Context: an optimization exercise on an open-source flow, tuned for small area, a short achievable clock period and few clock cycles per item. The choices shown serve that exercise and are no tape-out recipe. RTL that was checked went through simulation tests only; none was proved equivalent to the original.

the previous run:
// kw_unwrap
module kw_unwrap (
    input  wire         clk,
    input  wire         rst,
    input  wire         req_valid,
    output wire         req_ready,
    input  wire         req_kek,
    input  wire         req_long,
    input  wire [319:0] req_data,
    output wire         resp_valid,
    input  wire         resp_ready,
    output wire [255:0] resp_key,
    output wire         resp_ok
);
Size: about 8,300 cells after synthesis, roughly 930 flip-flops, roughly 590 I/O pins, about 78,000 um2 of cells after synthesis.
clock: 12.0 ns
lec_check: 0
cap_margin: 20
cell_pad_in_sites_detail_placement: 1
cell_pad_in_sites_global_placement: 2
core_margin: 2
core_utilization: 30
place_density: 0.5
slew_margin: 20
synth_hierarchical: 1
run.sh (not shown) runs the stock make flow with config.mk's settings and CLKGATE_MAP_FILE= SYNTH_SCRIPT=/design/flow/synth_recipe.tcl, a recipe that flattens the netlist after the stock synthesis.
Testbench counts of the previous run, summed over its fixed seeds: cycles 65,376, items 256.
For the current run, these inputs were changed with respect to the previous run:
diff --git a/flow/config.mk b/flow/config.mk
--- a/flow/config.mk
+++ b/flow/config.mk
@@ -7,3 +7,3 @@
 export LEC_CHECK = 0
-export CAP_MARGIN = 20
+export CAP_MARGIN = 40
 export CELL_PAD_IN_SITES_DETAIL_PLACEMENT = 1
@@ -13,3 +13,4 @@
 export PLACE_DENSITY = 0.5
-export SLEW_MARGIN = 20
+export SETUP_SLACK_MARGIN = 5
+export SLEW_MARGIN = 40
 export SYNTH_HIERARCHICAL = 1
## What came out
On placed cell count, the current run and the previous run are basically level.
Post-detailed-routing wire length on the current run is behind the previous run.
The current run gives more pin count of the biggest net entering global routing than the previous run did.
Run comparison: the current run critical path capture point st[23]$_DFF_P_; the previous run critical path capture point st[76]$_DFF_P_
NOTE area of all placed cells without fillers the previous run->the current run increased by more than 10%
[the current run] number of CTS-inserted buffers fell about 0.8% relative to the previous run
Changes observed in the current run relative to the previous run: final setup slack of the worst path up 2.43 ns; area fraction of clock buffers and clock inverters moved down.

---

Setup of run 1:
Another version of the RTL of kw_unwrap (not shown whole).
For scale: about 1900 flip-flops, roughly 590 I/O pins, roughly 110000 µm² of cells after synthesis.
Settings: LEC_CHECK=0, CAP_MARGIN=40, CELL_PAD_IN_SITES_DETAIL_PLACEMENT=1, CELL_PAD_IN_SITES_GLOBAL_PLACEMENT=2, CORE_MARGIN=2, CORE_UTILIZATION=30, PLACE_DENSITY=0.5, SLEW_MARGIN=40, SYNTH_HIERARCHICAL=1; clock period 12.0 ns.
standard.sh (not shown) runs the stock make flow with config.mk's settings and CLKGATE_MAP_FILE= SYNTH_SCRIPT=/design/flow/synth_recipe.tcl, a recipe that flattens the netlist after the stock synthesis.
==> flow/flow/run.sh <==
#!/bin/bash
set -euo pipefail
MARGIN=${MARGIN:-8}
bash standard.sh SETUP_SLACK_MARGIN=$MARGIN "BUFFER_PORTS_ARGS=-buffer_cell sky130_fd_sc_hd__buf_2" finish > make_finish.log 2>&1
Edits applied to the flow inputs when going from run 1 to run 2:
Settings: CTS_CLUSTER_SIZE newly set to 22; CTS_CLUSTER_DIAMETER newly set to 80.
--- outcome ---
On final-layout worst hold slack, run 2 and run 1 are basically level. Number of buffers outside the clock class in the layout across run 2 and run 1: no real change. There was hardly any difference in global-route usage between run 1 and run 2. Going from run 1 to run 2, number of antenna violations at the first check in global routing shrank by a few percent. Across both runs, register-to-register slack was higher for run 2 than for run 1. Final critical-path required period was lower in run 2 than in run 1. Against run 1, clock skew in run 2 came out better. Looking at maximum frequency, run 2 sits 0.0054 GHz higher than run 1 does. NOTE: setup slack of the critical path after layout in run 2 exceeds that of run 1.
For run 3, these inputs were changed with respect to run 2:
==> flow/flow/run.sh <==
#!/bin/bash
set -euo pipefail
MARGIN=${MARGIN:-8}
bash standard.sh SETUP_SLACK_MARGIN=$MARGIN finish > make_finish.log 2>&1
==> results.txt <==
Flip-flop and latch share of the layout cell area (higher): run 2.
No run of this note included a check of the RTL's function; only the layout flow was run.

---

Another version of the RTL of kw_unwrap (not shown whole).
For scale: ~15000 cells after synthesis.
clock: 12.0 ns
lec_check: 0
cap_margin: 40
cell_pad_in_sites_detail_placement: 0
cell_pad_in_sites_global_placement: 1
core_margin: 2
core_utilization: 36
cts_cluster_diameter: 80
cts_cluster_size: 22
place_density: 0.56
slew_margin: 40
synth_hierarchical: 1
==> flow/flow/run.sh <==
#!/bin/bash
set -euo pipefail
MARGIN=${MARGIN:-7.8}
bash standard.sh SETUP_SLACK_MARGIN=$MARGIN "BUFFER_PORTS_ARGS=-buffer_cell sky130_fd_sc_hd__buf_2" finish > make_finish.log 2>&1
The starting point completed with no timing, DRC or antenna violations.
Testbench counts at the start, summed over its fixed seeds: cycles 34,862, items 256.
==> next run, changes <==
CORE_UTILIZATION = 40   (was 36)
PLACE_DENSITY = 0.6   (was 0.56)
After rerunning: Worst setup slack gets worse by 0.013 ns; cell area goes down by 1.3%; clock-buffer cell count is lower by 5; global-route usage rises by 2.5 points; die area went down by 9.9%; final cell count went down by 3.3%; via count stays flat; wire length shrinks by 3.3%.
==> next run, changes <==
CELL_PAD_IN_SITES_GLOBAL_PLACEMENT = 0   (was 1)
CORE_UTILIZATION = 36   (was 40)
PLACE_DENSITY = 0.56   (was 0.6)
What happened: The new run finished clean. Worst setup slack loses 0.014 ns. Hold slack degrades by 0.031 ns. Final area rose by 0.36%. Final cell count climbs by 3.2%. Via count is higher by 1.8%. Maximum frequency decreases by 0.32%.
==> next run, changes <==
==> flow/flow/run.sh (replaced) <==
#!/bin/bash
set -euo pipefail
MARGIN=${MARGIN:-7.6}
bash standard.sh SETUP_SLACK_MARGIN=$MARGIN "BUFFER_PORTS_ARGS=-buffer_cell sky130_fd_sc_hd__buf_2" finish > make_finish.log 2>&1
CELL_PAD_IN_SITES_DETAIL_PLACEMENT = 1   (was 0)
CELL_PAD_IN_SITES_GLOBAL_PLACEMENT = 2   (was 0)
Result:
- The changed run produced a clean layout
- non-clock buffer count goes down by 8
- first-iteration DRC count drops by 17%
- routed wire length increases by about 14%
- count of clock-buffer cells in the layout rises by 15
- worst setup slack loses 0.24 ns
- register-to-register slack degrades by 0.24 ns
- clock skew came out higher by 0.027 ns
==> next run, changes <==
==> flow/flow/run.sh (replaced) <==
#!/bin/bash
set -euo pipefail
MARGIN=${MARGIN:-7.8}
bash standard.sh SETUP_SLACK_MARGIN=$MARGIN "BUFFER_PORTS_ARGS=-buffer_cell sky130_fd_sc_hd__buf_2" finish > make_finish.log 2>&1
- fmax rose by 4.5%
- critical path depth fell by 6
- design area rose by 3.0%
- die area does not change
- wire length rose by 1.1%
- clock skew barely changes
- clock-buffer cell count is unchanged
- global-route usage rose by 0.30 points
- first-iteration DRC count fell by 3.8%
==> next run, changes <==
CORE_UTILIZATION = 42   (was 36)
PLACE_DENSITY = 0.62   (was 0.56)
Sequential share of layout area grows by 0.65 points.
Worst hold slack is worse by 0.016 ns.
Maximum frequency shrinks slightly.
Via count grows slightly.
Synthesized cell count is unchanged.
Clock skew shrinks by 0.031 ns.
Final area shrinks slightly.
Area after synthesis stays the same.
Setup slack is worse by 0.051 ns.
Register-to-register slack is worse by 0.05 ns.

---

Setup of build 61:
Another version of the RTL of kw_unwrap (not shown whole).
Size: roughly 15000 cells after synthesis, roughly 3200 flip-flops, ~590 I/O pins, roughly 160000 sq um of cells after synthesis.
// kw_unwrap
module kw_unwrap (
    input  wire         clk,
    input  wire         rst,
    input  wire         req_valid,
    output wire         req_ready,
    input  wire         req_kek,
    input  wire         req_long,
    input  wire [319:0] req_data,
    output wire         resp_valid,
    input  wire         resp_ready,
    output wire [255:0] resp_key,
    output wire         resp_ok
);
==> flow/config.mk <==
export PLATFORM = sky130hd
export DESIGN_NAME = kw_unwrap
export DESIGN_NICKNAME = kw_unwrap
export VERILOG_FILES = /design/flow/design.v
export SDC_FILE = /design/flow/constraint.sdc
export NUM_CORES = 8
export LEC_CHECK = 0
export CAP_MARGIN = 40
export CELL_PAD_IN_SITES_DETAIL_PLACEMENT = 1
export CELL_PAD_IN_SITES_GLOBAL_PLACEMENT = 2
export CORE_MARGIN = 2
export CORE_UTILIZATION = 36
export CTS_CLUSTER_DIAMETER = 80
export CTS_CLUSTER_SIZE = 22
export PLACE_DENSITY = 0.56
export SLEW_MARGIN = 40
export SYNTH_HIERARCHICAL = 1
==> flow/constraint.sdc <==
create_clock -name core_clock -period 12.0 [get_ports {clk}]
set_input_delay 2.4000 -clock core_clock [delete_from_list [all_inputs] [get_ports {clk}]]
set_output_delay 2.4000 -clock core_clock [all_outputs]
set_load 0.01 [all_outputs]
==> flow/flow/run.sh <==
#!/bin/bash
set -euo pipefail
MARGIN=${MARGIN:-8}
bash standard.sh SETUP_SLACK_MARGIN=$MARGIN "BUFFER_PORTS_ARGS=-buffer_cell sky130_fd_sc_hd__buf_2" finish > make_finish.log 2>&1
Build 61 closes out successfully: all stages finished, all timing, DRC and antenna checks passed.
Testbench counts of build 61, summed over its fixed seeds: cycles 34,862, items 256.
Changes in build 92 relative to build 61:
diff --git a/flow/flow/run.sh b/flow/flow/run.sh
--- a/flow/flow/run.sh
+++ b/flow/flow/run.sh
@@ -3 +3 @@
-MARGIN=${MARGIN:-8}
+MARGIN=${MARGIN:-7.7}
Layout-stage area growth over the synthesis result ended up 7.6 points lower on build 92 than on build 61.
Build 92 — cell area about 6% lower, build 61 as reference
Non-clock buffer area fraction after layout: build 92 vs build 61 down 2.5 points
Looking only at shortest clock period the worst path allows after layout, and setting everything else aside, the higher value of build 92 and build 61 goes to build 92.
Build 92 ends up with lower met1 usage than build 61 does.
diff inputs: build 92 => build 17
Settings: PLACE_DENSITY: 0.56 -> 0.62; CORE_UTILIZATION: 36 -> 42.
diff --git a/flow/flow/run.sh b/flow/flow/run.sh
--- a/flow/flow/run.sh
+++ b/flow/flow/run.sh
@@ -3 +3 @@
-MARGIN=${MARGIN:-7.7}
+MARGIN=${MARGIN:-8}
[summary]
On post-place instance area: between build 92 and build 17, it ends up higher for build 92.
Diff build 92 -> build 17: post-placement cell count has decreased; post-placement worst setup slack decreased by 24 ps relative to the old numbers; final-layout fill cell count now smaller.
Compared with build 92, placement density in the core of build 17 is higher.
Diff build 92 and build 17: antenna diode count higher in build 17
Post-detailed-routing wire length ended up 1.9% lower on build 17 than on build 92.
Diff build 17..build 92 | largest net degree at the start of global routing | unchanged
Comparing build 17 with build 92, the layout multi-input combinational cell count came out essentially unchanged.
Area of the die: build 17 vs build 92 down about 14%
[inputs] build 53 vs build 17
Settings: swapping 42 for 46 in CORE_UTILIZATION; swapping 0.62 for 0.66 in PLACE_DENSITY.
diff --git a/flow/flow/run.sh b/flow/flow/run.sh
--- a/flow/flow/run.sh
+++ b/flow/flow/run.sh
@@ -3 +3 @@
-MARGIN=${MARGIN:-8}
+MARGIN=${MARGIN:-7.8}
--- outcome ---
In build 53, the post-route worst hold slack came out 66 ps above the value in build 17. Build 53 has less setup slack than build 17. Clock latency of the later-clocked register in the worst-skew pair across build 17 and build 53: no real change. Taking build 53 as 1.0, build 17 lands at 1.4 on critical-path maximum fanout.

---

## rev 12
kw_unwrap with an RTL version that a note above also has.
For scale: ~15,000 cells after synthesis, ~3,000 flip-flops, ~0.15 sq mm of cells after synthesis.
==> flow/config.mk <==
export PLATFORM = sky130hd
export DESIGN_NAME = kw_unwrap
export DESIGN_NICKNAME = kw_unwrap
export VERILOG_FILES = /design/flow/design.v
export SDC_FILE = /design/flow/constraint.sdc
export NUM_CORES = 8
export LEC_CHECK = 0
export CAP_MARGIN = 40
export CELL_PAD_IN_SITES_DETAIL_PLACEMENT = 0
export CELL_PAD_IN_SITES_GLOBAL_PLACEMENT = 1
export CORE_MARGIN = 2
export CORE_UTILIZATION = 36
export CTS_CLUSTER_DIAMETER = 80
export CTS_CLUSTER_SIZE = 22
export PLACE_DENSITY = 0.56
export SLEW_MARGIN = 40
export SYNTH_HIERARCHICAL = 1
==> flow/constraint.sdc <==
create_clock -name core_clock -period 12.0 [get_ports {clk}]
set_input_delay 2.4000 -clock core_clock [delete_from_list [all_inputs] [get_ports {clk}]]
set_output_delay 2.4000 -clock core_clock [all_outputs]
set_load 0.01 [all_outputs]
==> flow/flow/run.sh <==
#!/bin/bash
set -euo pipefail
MARGIN=${MARGIN:-8}
bash standard.sh SETUP_SLACK_MARGIN=$MARGIN "BUFFER_PORTS_ARGS=-buffer_cell sky130_fd_sc_hd__buf_2" finish > make_finish.log 2>&1
Testbench counts of rev 12, summed over its fixed seeds: cycles 34,862, items 256.
What rev 13 does differently from rev 12 at the input level:
# rev 12
export LEC_CHECK = 0
export CAP_MARGIN = 40
export CELL_PAD_IN_SITES_DETAIL_PLACEMENT = 0
export CELL_PAD_IN_SITES_GLOBAL_PLACEMENT = 1
export CORE_MARGIN = 2
export CORE_UTILIZATION = 36
export CTS_CLUSTER_DIAMETER = 80
export CTS_CLUSTER_SIZE = 22
export PLACE_DENSITY = 0.56
export SLEW_MARGIN = 40
export SYNTH_HIERARCHICAL = 1
create_clock -name core_clock -period 12.0 [get_ports {clk}]
# rev 13
export LEC_CHECK = 0
export CAP_MARGIN = 40
export CELL_PAD_IN_SITES_DETAIL_PLACEMENT = 1
export CELL_PAD_IN_SITES_GLOBAL_PLACEMENT = 2
export CORE_MARGIN = 2
export CORE_UTILIZATION = 36
export CTS_CLUSTER_DIAMETER = 80
export CTS_CLUSTER_SIZE = 22
export PLACE_DENSITY = 0.56
export SLEW_MARGIN = 40
export SYNTH_HIERARCHICAL = 1
create_clock -name core_clock -period 12.0 [get_ports {clk}]
==> flow/flow/run.sh <==
#!/bin/bash
set -euo pipefail
MARGIN=${MARGIN:-7.9}
bash standard.sh SETUP_SLACK_MARGIN=$MARGIN "BUFFER_PORTS_ARGS=-buffer_cell sky130_fd_sc_hd__buf_2" finish > make_finish.log 2>&1
==> comparison <==
Re first-pass GRT wire length: rev 13 is 9.7% up on rev 12. Delta (rev 13 minus rev 12): critical path required time grew by 3.19 ns, count of placed standard cells including taps comparable, total detailed-routing wirelength now larger.

---

build 27:
RTL: one of the versions met above, not the one the previous note started from.
Size: roughly 10000 cells after synthesis, about 1900 flip-flops, about 590 I/O pins, about 0.11 sq mm of cells after synthesis.
clock: 12.0 ns
lec_check: 0
cap_margin: 40
cell_pad_in_sites_detail_placement: 1
cell_pad_in_sites_global_placement: 2
core_margin: 2
core_utilization: 30
place_density: 0.5
slew_margin: 40
synth_hierarchical: 1
==> flow/flow/run.sh <==
#!/bin/bash
set -euo pipefail
MARGIN=${MARGIN:-8}
bash standard.sh SETUP_SLACK_MARGIN=$MARGIN finish > make_finish.log 2>&1
The flow did not stop early for build 27: all stages ran, and the layout cleared the timing, DRC and antenna checks.
#### Input delta (trial 63 over build 27)
- putting CTS_CLUSTER_SIZE at 30 where nothing was set
- putting CTS_CLUSTER_DIAMETER at 100 where nothing was set
### Flow results
Of build 27 and trial 63, the higher final non-filler cell area belongs to build 27.
Between trial 63 and build 27, the multi-input combinational cell count does not differ in any meaningful way.
Comparing build 27 and trial 63, the higher wire length was measured on build 27.
Compared with build 27, trial 63 shows all-layer global routing usage lower by 0.26 points.
Trial 63: worst setup slack is 53 ps higher than what build 27 reported.
No run of this note included a check of the RTL's function; only the layout flow was run.

static timing again, ports no longer ideal:
How much do the figures lean on ideal ports? The routed layouts below were timed once more, with nothing changed but the port constraints. Step 1 sets driving cells, clkbuf_16 on the clock port and buf_2 on the other inputs (assumed; they add their load-dependent delay and slew). Step 2 also shifts input and output timing later by t, the mid clock arrival at the registers, as if the neighbouring blocks saw the same clock. Slacks: no drivers / after step 1 / after step 2; pairs: no drivers / after step 1.
| run | t, ns | setup WS [ns] | latest minus earliest clock arrival (ns) | slew at the worst register clock pin (ns) | worst slew at a driven data input, ns |
|---|---|---|---|---|---|
| the previous run | 0.903 | 2.632 / 2.632 / 2.632 | 0.037 / 0.037 | 0.06 / 0.06 | 0.19 |
| the current run | 0.903 | 5.067 / 5.067 / 5.067 | 0.054 / 0.053 | 0.07 / 0.07 | 0.16 |
| run 1 | 1.075 | 7.883 / 7.764 / 7.110 | 0.101 / 0.101 | 0.07 / 0.07 | 0.25 |
| run 2 | 1.022 | 7.972 / 7.858 / 7.150 | 0.057 / 0.057 | 0.10 / 0.10 | 0.29 |
| run 3 | 1.022 | 7.929 / 7.817 / 7.168 | 0.078 / 0.078 | 0.10 / 0.10 | 0.21 |
| the first run of note 3 | 1.067 | 7.783 / 7.663 / 7.019 | 0.113 / 0.112 | 0.11 / 0.11 | 0.54 |
| the second run of note 3 | 1.061 | 7.771 / 7.657 / 6.873 | 0.142 / 0.142 | 0.10 / 0.10 | 0.56 |
| the third run of note 3 | 1.057 | 7.757 / 7.757 / 6.937 | 0.123 / 0.122 | 0.10 / 0.10 | 0.28 |
| the fourth run of note 3 | 1.109 | 7.516 / 7.516 / 6.817 | 0.145 / 0.145 | 0.11 / 0.11 | 0.10 |
| the fifth run of note 3 | 1.110 | 7.709 / 7.709 / 6.862 | 0.143 / 0.143 | 0.11 / 0.11 | 0.10 |
| the sixth run of note 3 | 1.097 | 7.657 / 7.657 / 6.985 | 0.118 / 0.117 | 0.11 / 0.11 | 0.14 |
| build 61 | 1.091 | 7.813 / 7.772 / 7.082 | 0.113 / 0.113 | 0.10 / 0.10 | 0.20 |
| build 92 | 1.090 | 7.579 / 7.579 / 6.844 | 0.115 / 0.115 | 0.11 / 0.11 | 0.20 |
| build 17 | 1.080 | 7.782 / 7.755 / 7.061 | 0.143 / 0.142 | 0.10 / 0.10 | 0.24 |
| build 53 | 1.079 | 7.615 / 7.615 / 6.922 | 0.122 / 0.122 | 0.11 / 0.11 | 0.19 |
| rev 12 | 1.071 | 7.792 / 7.669 / 7.151 | 0.106 / 0.105 | 0.11 / 0.11 | 0.54 |
| rev 13 | 1.091 | 7.716 / 7.716 / 6.948 | 0.149 / 0.148 | 0.11 / 0.11 | 0.11 |
| build 27 | 1.069 | 7.897 / 7.786 / 7.033 | 0.096 / 0.096 | 0.07 / 0.07 | 0.23 |
| trial 63 | 0.996 | 7.950 / 7.841 / 7.156 | 0.083 / 0.083 | 0.13 / 0.13 | 0.24 |
After both steps setup and hold are still met in every run listed. The setup slack of the second run of note 3, which loses most, moves by -0.114 ns with the drivers and by -0.898 ns with both steps.
